Context: an optimization exercise on an open-source flow, tuned for small area, a short achievable clock period and few clock cycles. The choices shown serve that exercise and are no tape-out recipe.
At most, simulation tests tie the RTL to the original design; equivalence was not proved.
Power is estimated from default activity; no workload was simulated.

== the previous run ==
## rot_check
module rot_check (
    input  wire        clk,
    input  wire        rst,
    input  wire        ro_we,
    input  wire [5:0]  ro_addr,
    input  wire [9:0]  ro_data,
    input  wire        start,
    input  wire [6:0]  k_in,
    input  wire [5:0]  m_in,
    input  wire [10:0] pphi_in,
    input  wire        phi_valid,
    input  wire [5:0]  phi_data,
    output wire        phi_ready,
    output reg         tab_valid,
    output reg  [5:0]  tab_phi,
    output reg  [5:0]  tab_x,
    output reg  [5:0]  tab_row,
    output wire        idle,
    output reg         done,
    output reg  [3:0]  result,
    output reg  [5:0]  row_a,
    output reg  [5:0]  row_b,
    output reg  [9:0]  phase_index
);
    localparam [3:0] RES_PASS        = 4'd0;
    localparam [3:0] RES_FIRING_MAP  = 4'd1;
    localparam [3:0] RES_COVERAGE    = 4'd2;
    localparam [3:0] RES_PHASE_RANGE = 4'd5;
    localparam [3:0] RES_LIMIT       = 4'd6;
    reg        idle_r;
    reg        ready_r;
    reg        st_first;             
    reg        st_run;               
    reg        st_emit;              
    assign idle      = idle_r;
    assign phi_ready = ready_r;
    reg [6:0]  k;
    reg [5:0]  m;
    reg [10:0] pphi;
    reg        we_q;
    reg [5:0]  wa_q;
    reg [9:0]  wd_q;
    reg [9:0]  row_ofs [0:63];
    always @(posedge clk) begin
        we_q <= ro_we & idle_r;
        wa_q <= ro_addr;
        wd_q <= ro_data;
        if (we_q)
            row_ofs[wa_q] <= wd_q;
    end
    reg        pv_q;                 
    reg [5:0]  pd_q;                 
    reg [10:0] idx;                  
    reg        stream_ok;            
    reg [63:0] seen;
    reg [5:0]  dphi [1:63];          
    reg [6:0]  ndist;
    reg [5:0]  phi0;
    wire       p_take  = pv_q & st_run & ~stream_ok;
    wire       p_bad   = {1'b0, pd_q} >= k;
    wire       p_new   = ~seen[pd_q];
    always @(posedge clk) begin
        pv_q <= phi_valid & ready_r;
        pd_q <= phi_data;
        if (p_take && !p_bad && p_new && ndist != 7'd0)
            dphi[ndist[5:0]] <= pd_q;
    end
    reg        a_v;
  ...
For scale: roughly 4400 cells after synthesis, roughly 1800 flip-flops, ~0.074 mm2 of cells after synthesis.
==> flow/config.mk <==
export PLATFORM = sky130hd
export DESIGN_NAME = rot_check
export DESIGN_NICKNAME = rot_check
export VERILOG_FILES = /design/flow/design.v
export SDC_FILE = /design/flow/constraint.sdc
export NUM_CORES = 4
export LEC_CHECK = 0
export ABC_CLOCK_PERIOD_IN_PS = 5000
export CAP_MARGIN = 40
export CORE_MARGIN = 2
export CORE_UTILIZATION = 40
export SLEW_MARGIN = 40
==> flow/constraint.sdc <==
create_clock -name core_clock -period 27.0 [get_ports {clk}]
set_input_delay 5.4000 -clock core_clock [delete_from_list [all_inputs] [get_ports {clk}]]
set_output_delay 5.4000 -clock core_clock [all_outputs]
set_load 0.01 [all_outputs]
run.sh (not shown) runs the stock make flow with config.mk's settings and CLKGATE_MAP_FILE= SYNTH_SCRIPT=/design/flow/synth_recipe.tcl, a recipe that flattens the netlist after the stock synthesis.
Modified inputs, the current run compared to the previous run
- removing ABC_CLOCK_PERIOD_IN_PS (formerly 5000)
==> comparison <==
The current run | stages: all done | timing, DRC, antenna: all pass
Re max-capacitance violation count: no difference whatsoever between the previous run and the current run.
Between the previous run and the current run, the sequential cell area share figures differ only marginally.
On routed wire length, the current run and the previous run are basically level.
No run of this note included a check of the RTL's function; only the layout flow was run.

---

The RTL this note starts from:
==> flow/design.v <==
module rot_check (
    input  wire        clk,
    input  wire        rst,
    input  wire        ro_we,
    input  wire [5:0]  ro_addr,
    input  wire [9:0]  ro_data,
    input  wire        start,
    input  wire [6:0]  k_in,
    input  wire [5:0]  m_in,
    input  wire [10:0] pphi_in,
    input  wire        phi_valid,
    input  wire [5:0]  phi_data,
    output wire        phi_ready,
    output reg         tab_valid,
    output reg  [5:0]  tab_phi,
    output reg  [5:0]  tab_x,
    output reg  [5:0]  tab_row,
    output wire        idle,
    output reg         done,
    output reg  [3:0]  result,
    output reg  [5:0]  row_a,
    output reg  [5:0]  row_b,
    output reg  [9:0]  phase_index
);
    localparam [3:0] RES_PASS        = 4'd0;
    localparam [3:0] RES_FIRING_MAP  = 4'd1;
    localparam [3:0] RES_COVERAGE    = 4'd2;
    localparam [3:0] RES_PHASE_RANGE = 4'd5;
    localparam [3:0] RES_LIMIT       = 4'd6;
    reg        idle_r;
    reg        ready_r;
    reg        st_first;             
    reg        st_run;               
    reg        st_emit;              
    assign idle      = idle_r;
    wire       idl = ~(st_first | st_run | st_emit);
    assign phi_ready = ready_r;
    reg [6:0]  k;
    reg [5:0]  m;
    reg [10:0] pphi;
    reg        we_q;                 
    reg [5:0]  wa_q;
    reg [9:0]  wd_q;
    reg [9:0]  row_ofs [0:63];
    always @(posedge clk) begin
        we_q <= ro_we & idl;
        wa_q <= ro_addr;
        wd_q <= ro_data;
        if (we_q)
            row_ofs[wa_q] <= wd_q;
    end
    reg        pv_q;                 
    reg [5:0]  pd_q;                 
    reg [10:0] idx;                  
    reg        stream_ok;            
    reg [63:0] seen;
    reg [5:0]  dphi [1:63];          
    reg [6:0]  ndist;
    reg [5:0]  phi0;
    wire       p_take  = pv_q & st_run & ~stream_ok;
    wire       rdy_int = st_first | (st_run & ~stream_ok);    
    wire       take0   = phi_valid & (st_first | (rdy_int & ~w_started));    
    wire       p_bad   = {1'b0, pd_q} >= k;
    wire       p_new   = ~seen[pd_q];
    always @(posedge clk) begin
        pv_q <= phi_valid & rdy_int;
        pd_q <= phi_data;
        if (p_take && !p_bad && p_new && ndist != 7'd0)
            dphi[ndist[5:0]] <= pd_q;
    end
    reg        a_v;
    reg [5:0]  a_s, a_r;
    reg        b_v;
    reg [5:0]  b_r;
    reg [9:0]  b_ofs;
    reg        c_v, d_v, e_v, f_v, g_v;
    reg [5:0]  g_s;                  
    reg [10:0] c_val, d_val;
    reg [9:0]  e_val;
    reg [7:0]  f_val;
    reg [5:0]  g_x;
    reg        cov_bad;
    reg        cov_ok;               
    reg        w_started;            
    reg        fm_bad;
    reg [63:0] own_v;
    reg [5:0]  owner [0:63];
    wire [6:0] a_sinc  = {1'b0, a_s} + {1'b0, m};
    wire [5:0] a_snext = (a_sinc >= k) ? (a_sinc - k) : a_sinc[5:0];
    wire       a_last  = ({1'b0, a_r} == k - 7'd1);
    wire       a_cov   = (a_r != 6'd0) && (a_s == phi0);
    wire [6:0] g_sinc  = {1'b0, g_s} + {1'b0, m};
    wire [5:0] g_snext = (g_sinc >= k) ? (g_sinc - k) : g_sinc[5:0];
    wire [10:0] dv [0:11];
    assign dv[11] = {1'b0, b_ofs} + {5'd0, b_r};
    genvar gi;
    generate
        for (gi = 10; gi >= 0; gi = gi - 1) begin : g_red
            wire [10:0] vin = (gi == 7) ? c_val : (gi == 5) ? d_val :
                              (gi == 3) ? {1'b0, e_val} : (gi == 1) ? {3'd0, f_val} : dv[gi + 1];
            wire [10:0] sh  = vin >> gi;
            wire [7:0]  df  = {1'b0, sh[6:0]} - {1'b0, k};
            wire [10:0] lo  = vin & ((11'd1 << gi) - 11'd1);
            wire [17:0] up  = {10'd0, df} << gi;
            assign dv[gi] = df[7] ? vin : (up[10:0] | lo);
        end
    endgenerate
    wire       g_hit   = own_v[g_x];
    wire [5:0] own_rd;
    reg  [5:0] ptr;
    wire [5:0] own_a  = g_v ? g_x : ptr;
    reg  [5:0] own_q;
    integer    oi;
    always @(*) begin
        own_q = 6'd0;
        for (oi = 0; oi < 64; oi = oi + 1)
            own_q = own_q | (owner[oi] & {6{own_a == oi[5:0]}});
    end
    assign own_rd = own_q;
    reg  [9:0] ofs_rd;
    integer    ri;
    always @(*) begin
        ofs_rd = 10'd0;
        for (ri = 0; ri < 64; ri = ri + 1)
            ofs_rd = ofs_rd | (row_ofs[ri] & {10{a_s == ri[5:0]}});
    end
    wire       walk_busy = a_v | b_v | c_v | d_v | e_v | f_v | g_v;
    always @(posedge clk) begin
        if (g_v)
            owner[g_x] <= g_s;
    end
    reg [5:0]  ecnt;
    reg [6:0]  jn;
    reg [5:0]  sacc, sd;
    reg [5:0]  cur_phi;
    wire [5:0] nphi    = dphi[jn[5:0]];
    wire [6:0] sinc    = {1'b0, sacc} + {1'b0, m};
    wire [5:0] snext   = (sinc >= k) ? (sinc - k) : sinc[5:0];
    wire [6:0] pinc    = {1'b0, ptr} + 7'd1;
    wire       e_lastx = ({1'b0, ecnt} == k - 7'd1);
    wire       last_in = (idx + 11'd1 == pphi);
    wire       p_ok    = p_take & ~p_bad;
    wire       s_done  = stream_ok | (p_ok & last_in);
    wire       fm_early = fm_bad & cov_ok;
    wire       decide  = st_run & s_done & ((w_started & ~walk_busy) | fm_early);
    wire       go      = decide & ~cov_bad & ~fm_bad;
    wire       issue   = st_emit | go;
    wire       lastph  = (p_ok & p_new) ? (jn == ndist + 7'd1) : (jn == ndist);
    wire       limit_bad = (k == 7'd0) || (k > 7'd64) || ({1'b0, m} >= k) ||
                           (pphi == 11'd0) || (pphi > 11'd1024);
    integer i;
    always @(posedge clk) begin
        done      <= 1'b0;
        tab_valid <= 1'b0;
        if (idl) begin
            k    <= k_in;
            m    <= m_in;
            pphi <= pphi_in;
        end
        b_v   <= a_v & ~a_cov;
        b_r   <= a_r;
        b_ofs <= ofs_rd;
        c_v   <= b_v;
        c_val <= dv[8];
        d_v   <= c_v;
        d_val <= dv[6];
        e_v   <= d_v;
        e_val <= dv[4][9:0];
        f_v   <= e_v;
        f_val <= dv[2][7:0];
        g_v   <= f_v;
        g_x   <= dv[0][5:0];
        if (a_v) begin
            if (a_cov) begin
                cov_bad <= 1'b1;
                a_v     <= 1'b0;
            end else begin
                if (a_r == k[6:1]) cov_ok <= 1'b1;
                a_s <= a_snext;
                a_r <= a_r + 6'd1;
                if (a_last) a_v <= 1'b0;
            end
        end
        if (g_v) begin
            g_s        <= g_snext;
            own_v[g_x] <= 1'b1;
            if (g_hit && !fm_bad) begin
                fm_bad <= 1'b1;
                row_a  <= own_rd;
                row_b  <= g_s;
            end
        end
        if (st_first) begin
            st_first    <= 1'b0;
            seen        <= 64'd0;
            own_v       <= 64'd0;
            ndist       <= 7'd0;
            idx         <= 11'd0;
            stream_ok   <= 1'b0;
            cov_bad     <= 1'b0;
            cov_ok      <= 1'b0;
            w_started   <= 1'b0;
            fm_bad      <= 1'b0;
            row_a       <= 6'd0;
            row_b       <= 6'd0;
            phase_index <= 10'd0;
            a_v         <= 1'b0;
            b_v         <= 1'b0;
            c_v         <= 1'b0;
            d_v         <= 1'b0;
            e_v         <= 1'b0;
            f_v         <= 1'b0;
            g_v         <= 1'b0;
            ptr         <= 6'd0;
            ecnt        <= 6'd0;
            jn          <= 7'd1;
            sd          <= 6'd0;
            if (limit_bad) begin
                idle_r  <= 1'b1;
                ready_r <= 1'b0;
                done    <= 1'b1;
                result  <= RES_LIMIT;
            end else begin
                st_run  <= 1'b1;
            end
        end
        if (p_take) begin
            if (p_bad) begin
                st_run      <= 1'b0;
                idle_r      <= 1'b1;
                ready_r     <= 1'b0;
                done        <= 1'b1;
                result      <= RES_PHASE_RANGE;
                row_a       <= 6'd0;
                row_b       <= 6'd0;
                phase_index <= idx[9:0];
            end else begin
                if (p_new) begin
                    seen[pd_q] <= 1'b1;
                    ndist      <= ndist + 7'd1;
                end
                idx <= idx + 11'd1;
                if (last_in) begin
                    stream_ok <= 1'b1;
                    ready_r   <= 1'b0;
                end
            end
        end
        if (take0) begin
            phi0      <= phi_data;
            cur_phi   <= phi_data;
            sacc      <= phi_data;
            a_v       <= 1'b1;
            w_started <= 1'b1;
            a_s       <= phi_data;
            g_s       <= phi_data;
            a_r       <= 6'd0;
        end
        if (decide) begin
            st_run <= 1'b0;
            if (cov_bad || fm_bad) begin
                idle_r <= 1'b1;
                done   <= 1'b1;
                result <= cov_bad ? RES_COVERAGE : RES_FIRING_MAP;
                if (cov_bad) begin
                    row_a <= 6'd0;
                    row_b <= 6'd0;
                end
            end else begin
                st_emit <= 1'b1;
            end
        end
        tab_phi <= cur_phi;
        tab_x   <= ecnt;
        tab_row <= own_rd;
        if (issue) begin
            tab_valid <= 1'b1;
            ecnt      <= ecnt + 6'd1;
            ptr       <= (pinc == {1'b0, k}) ? 6'd0 : pinc[5:0];
            if (sd == 6'd0 || sacc != nphi) begin
                sacc <= snext;
                sd   <= sd + 6'd1;
            end
            if (e_lastx) begin
                ecnt <= 6'd0;
                if (lastph) begin
                    st_emit <= 1'b0;
                    idle_r  <= 1'b1;
                    done    <= 1'b1;
                    result  <= RES_PASS;
                end else begin
                    jn      <= jn + 7'd1;
                    cur_phi <= nphi;
                    ptr     <= sd;
                    sacc    <= phi0;
                    sd      <= 6'd0;
                end
            end
        end
        if (idl && start) begin
            idle_r   <= 1'b0;
            ready_r  <= 1'b1;
            st_first <= 1'b1;
        end
        if (rst) begin
            idle_r    <= 1'b1;
            ready_r   <= 1'b0;
            st_first  <= 1'b0;
            st_run    <= 1'b0;
            st_emit   <= 1'b0;
            done      <= 1'b0;
            tab_valid <= 1'b0;
        end
    end
endmodule
export LEC_CHECK = 0
export CAP_MARGIN = 10
export CORE_MARGIN = 2
export CORE_UTILIZATION = 70
export CTS_BUF_LIST = sky130_fd_sc_hd__clkbuf_16
export CTS_CLUSTER_DIAMETER = 150
export CTS_CLUSTER_SIZE = 24
export SLEW_MARGIN = 10
create_clock -name core_clock -period 27.0 [get_ports {clk}]
standard.sh (not shown) runs the stock make flow with config.mk's settings and CLKGATE_MAP_FILE= SYNTH_SCRIPT=/design/flow/synth_recipe.tcl, a recipe that flattens the netlist after the stock synthesis.
==> flow/flow/run.sh <==
#!/bin/bash
# The standard layout (standard.sh: the standard flow's synthesis and ORFS flow, unchanged),
# except that the port buffers are sky130_fd_sc_hd__buf_2 instead of the
# smallest buffer buffer_ports picks on its own, and timing repair aims for
# more setup slack than the 27 ns clock leaves it to find on its own.
set -euo pipefail
export BUFFER_PORTS_ARGS="-buffer_cell sky130_fd_sc_hd__buf_2"
export SETUP_SLACK_MARGIN=21
bash standard.sh finish > standard_flow.log 2>&1
Testbench counts at the start, summed over its fixed seeds: cycles 170,856.
Next try:
Settings changed: CORE_UTILIZATION 70 to 60, CTS_BUF_LIST sky130_fd_sc_hd__clkbuf_16 to sky130_fd_sc_hd__clkbuf_8, CTS_CLUSTER_DIAMETER 150 to 120, CTS_CLUSTER_SIZE 24 to 16.
The changed run finished with timing, DRC and antenna clean.
Worst hold slack gets worse by 39 ps.
Area after synthesis does not change.
Global-route usage shrinks by 4.0 points.
Clock-buffer cell count goes up by 35.
Combinational power stays flat.
Critical path depth does not change.
Fmax decreases by a few percent.
Cell count goes up by a few percent.
Final area is about the same.
Next try:
Settings changed: CAP_MARGIN 10 to 40, CORE_UTILIZATION 60 to 70, CTS_BUF_LIST sky130_fd_sc_hd__clkbuf_8 to sky130_fd_sc_hd__clkbuf_16, CTS_CLUSTER_DIAMETER 120 to 150, CTS_CLUSTER_SIZE 16 to 24, SLEW_MARGIN 10 to 40.
=> Clock skew drops by 42 ps; clock power climbs by roughly a tenth; core utilization climbs by 12 points; final area climbs slightly; synthesized cell count does not change; cell count drops by a few percent; register-to-register slack degrades by 70 ps; total power climbs by a few percent; worst setup slack improves by 180 ps; maximum frequency climbs by a few percent.
Next try:
Settings changed: CAP_MARGIN 40 to 0, CORE_UTILIZATION 70 to 65, SLEW_MARGIN 40 to 0.
Outcome: The new run went through all stages and came out clean. Power shrinks slightly. Combinational power barely changes. Routed wire length barely changes. Clock-buffer cell count drops by 1. Final cell count rose slightly. Non-clock buffer count drops by 2. Utilization falls by 6.2 points. Maximum frequency grows slightly. Clock skew came out lower by 6.4 ps.

==> static timing again, ports no longer ideal <==
The flow's constraints put no driver on any port. The routed layouts listed below were extracted and timed again, unchanged, in two steps. Step 1 (the two cells are an assumption about what drives the block):
set clk [get_ports {clk}]
set_driving_cell -lib_cell sky130_fd_sc_hd__clkbuf_16 $clk
set_driving_cell -lib_cell sky130_fd_sc_hd__buf_2 [delete_from_list [all_inputs] $clk]
Step 2 times the ports against the registers' clock, not the clock port: input delays grow and output delays shrink by t, the midpoint of the rising clock arrivals with the driver on. a / b / c = no drivers / after step 1 / after step 2; a / b = the first two.
run | shift t [ns] | setup WS [ns] | worst setup path at the end | worst register clock-pin slew, ns | pins driven straight from the clock port
the previous run | 0.909 | 19.574 / 19.498 / 20.406 | register to output | 0.07 / 0.07 | 1
the current run | 0.909 | 19.574 / 19.498 / 20.406 | register to output | 0.07 / 0.07 | 1
the first run of note 2 | 0.786 | 20.431 / 20.347 / 20.333 | input to register | 0.11 / 0.11 | 1
the second run of note 2 | 0.974 | 20.241 / 20.165 / 20.205 | input to register | 0.12 / 0.12 | 1
the third run of note 2 | 0.792 | 20.417 / 20.333 / 20.296 | input to register | 0.11 / 0.11 | 1
the fourth run of note 2 | 0.778 | 20.438 / 20.359 / 20.324 | input to register | 0.11 / 0.11 | 1
After both steps every run listed still meets setup and hold. The setup slack of the third run of note 2, which loses most, moves by -0.084 ns with the drivers and by -0.121 ns with both steps.
